Context: an optimization exercise on an open-source flow, tuned for a short achievable clock period and few clock cycles per item. The choices shown serve that exercise and are no tape-out recipe.

Setup of old:
==> flow/design.v (excerpt) <==
module chk_block (
    input  wire        clk,
    input  wire        rst,          
    input  wire        flr,          
    input  wire        req_valid,
    output wire        req_ready,
    input  wire        req_write,
    input  wire        req_host,     
    input  wire [7:0]  req_addr,
    input  wire [31:0] req_wdata,
    output reg         rsp_valid,
    output reg  [31:0] rsp_rdata
);
    function [15:0] rotl1;
        input [15:0] a;
        rotl1 = {a[14:0], a[15]};
    endfunction
    function [15:0] madd;
        input [15:0] a;
        input [15:0] b;
        reg [16:0] t0;
        reg [16:0] t1;
        begin
            t0 = {1'b0, a} + {1'b0, b};
            t1 = {1'b0, a} + {1'b0, b} + 17'd1;
            madd = t1[16] ? t1[15:0] : t0[15:0];
        end
    endfunction
    function [15:0] maj;
        input [15:0] a;
        input [15:0] b;
        input [15:0] e;
        maj = (a & b) | (a & e) | (b & e);
    endfunction
    function [31:0] width_mask;
        input [2:0] alg;
        width_mask = (alg == 3'd0) ? 32'h0000_00FF :
                     (alg == 3'd1) ? 32'h0000_FFFF : 32'hFFFF_FFFF;
    endfunction
    reg rst_q;                       
    reg ready_q;
    always @(posedge clk) begin
        rst_q <= rst;
        if (rst)
            ready_q <= 1'b1;
    end
    assign req_ready = ready_q;
    reg        v0, f0, w0, h0;
    reg [7:0]  a0;
    reg [31:0] d0;
    always @(posedge clk) begin
        v0 <= req_valid && !rst;
        f0 <= flr && !rst;
        w0 <= req_write;
        h0 <= req_host;
        a0 <= req_addr;
        d0 <= req_wdata;
    end
    wire       is_status = (a0 == 8'h00);
    wire       is_unit   = (a0[7:6] == 2'b01 || a0[7:6] == 2'b10) && !a0[3];
    wire [2:0] usel      = {a0[7], a0[5:4]};
    wire [2:0] rsel      = a0[2:0];
    wire owned_drop = v0 && w0 && is_unit && h0 && !usel[2];
    wire uwr        = v0 && w0 && is_unit && !owned_drop;
    wire [7:0]  pd8;
    wire [15:0] pd16;
    wire [31:0] pd32, pd32c;
    wire [15:0] py1p0, py2p0, py1p1, py2p1;
    wire [7:0]  phb0, phb1;
    chk_feedpre pre (
        .d(d0), .n1(rsel == 3'd1), .n2(rsel == 3'd2), .n4(rsel == 3'd3),
        .d8(pd8), .d16(pd16), .d32(pd32), .d32c(pd32c),
  ...
clock: 13.0 ns
lec_check: 0
abc_clock_period_in_ps: 2000
cap_margin: 20
core_margin: 2
core_utilization: 55
place_density: 0.65
slew_margin: 20
standard.sh (not shown) runs the stock make flow with config.mk's settings and CLKGATE_MAP_FILE= SYNTH_SCRIPT=/design/flow/synth_recipe.tcl, a recipe that flattens the netlist after the stock synthesis.
==> flow/flow/run.sh <==
#!/bin/bash
# Standard synthesis, then the standard layout with timing repair aiming
# well below the clock period (the SDC is unchanged).
set -e
bash standard.sh synth > synth.log 2>&1
bash standard.sh SETUP_SLACK_MARGIN=9.5 finish > layout.log 2>&1
diff inputs: old => new
# old
export LEC_CHECK = 0
export ABC_CLOCK_PERIOD_IN_PS = 2000
export CAP_MARGIN = 20
export CORE_MARGIN = 2
export CORE_UTILIZATION = 55
export PLACE_DENSITY = 0.65
export SLEW_MARGIN = 20
create_clock -name core_clock -period 13.0 [get_ports {clk}]
# new
export LEC_CHECK = 0
export ABC_CLOCK_PERIOD_IN_PS = 2000
export CAP_MARGIN = 20
export CORE_MARGIN = 2
export CORE_UTILIZATION = 30
export PLACE_DENSITY = 0.5
export SLEW_MARGIN = 20
create_clock -name core_clock -period 13.0 [get_ports {clk}]
Notes after the runs:
Lower area overhead of the layout relative to synthesis was reported by old, not new. Between old and new, the worst slew margin relative to its limit is lower for old. new vs old on initial antenna violation count: new is the lower one. The number of combinational gates with multiple inputs of new and that of old are within noise of each other. Comparing old and new, total wire length is higher on old. old reports its worst setup path startpoint as d0[3] while new reports l_v[1].
No functional check of the RTL was part of any run of this note.

chk_block, a different RTL version from the one above (not shown whole).
Size: ~9000 cells after synthesis, roughly 80 I/O pins, roughly 0.075 mm^2 of cells after synthesis.
clock: 13.0 ns
lec_check: 0
abc_clock_period_in_ps: 3000
cap_margin: 20
core_margin: 2
core_utilization: 30
place_density: 0.5
slew_margin: 20
Scripts as last shown in full above: flow/flow/run.sh
==> next run, changes <==
==> flow/run.sh (new file) <==
#!/bin/bash
# synth_recipe.tcl (not shown) runs the flow's synth.tcl, then flattens the netlist and writes it again
# the make line also repeats each setting of config.mk as NAME=value (left out here)
make -C /OpenROAD-flow-scripts/flow DESIGN_CONFIG=/design/flow/config.mk WORK_HOME=/design/flow/orfs CLKGATE_MAP_FILE= SYNTH_SCRIPT=/design/flow/synth_recipe.tcl finish
Settings changed: SETUP_SLACK_MARGIN from default to 5.
removed: flow/flow/run.sh
removed: flow/standard.sh
The changed run completed without violations.
Via count is lower by 8.2%.
Worst setup slack degrades by 1800 ps.
Synthesized cell count stays the same.
Count of clock-buffer cells in the layout shrinks by 36.
Non-clock buffer count falls by 888.
Wire length goes down by 9.1%.
Sequential cell count is unchanged.
Die area is unchanged.
No run of this note included a check of the RTL's function; only the layout flow was run.

[re-timing with driven ports]
In the flow no input, the clock included, has a driving cell. The finished layouts below were timed again as built, in two steps. Step 1 (the two cells are an assumption about what drives the block):
set clk [get_ports {clk}]
set_driving_cell -lib_cell sky130_fd_sc_hd__clkbuf_16 $clk
set_driving_cell -lib_cell sky130_fd_sc_hd__buf_2 [delete_from_list [all_inputs] $clk]
Step 2 times the ports against the registers' clock, not the clock port: input delays grow and output delays shrink by t, the midpoint of the rising clock arrivals with the driver on. Slacks: ideal / step 1 / step 2; pairs: ideal / step 1.
run	t, ns	slack for setup (ns)	worst hold slack (ns)	worst setup path after step 2	latest minus earliest clock arrival (ns)
old	0.930	8.808 / 8.808 / 8.808	0.327 / 0.327 / 0.327	register to register	0.099 / 0.099
new	0.957	8.635 / 8.635 / 8.635	0.292 / 0.292 / 0.292	register to register	0.129 / 0.130
the first run of note 2	0.889	7.165 / 7.165 / 7.165	0.292 / 0.292 / 0.292	register to register	0.101 / 0.101
the second run of note 2	0.863	5.362 / 5.362 / 5.362	0.293 / 0.293 / 0.293	register to register	0.080 / 0.079
After both steps every run listed still meets setup and hold.
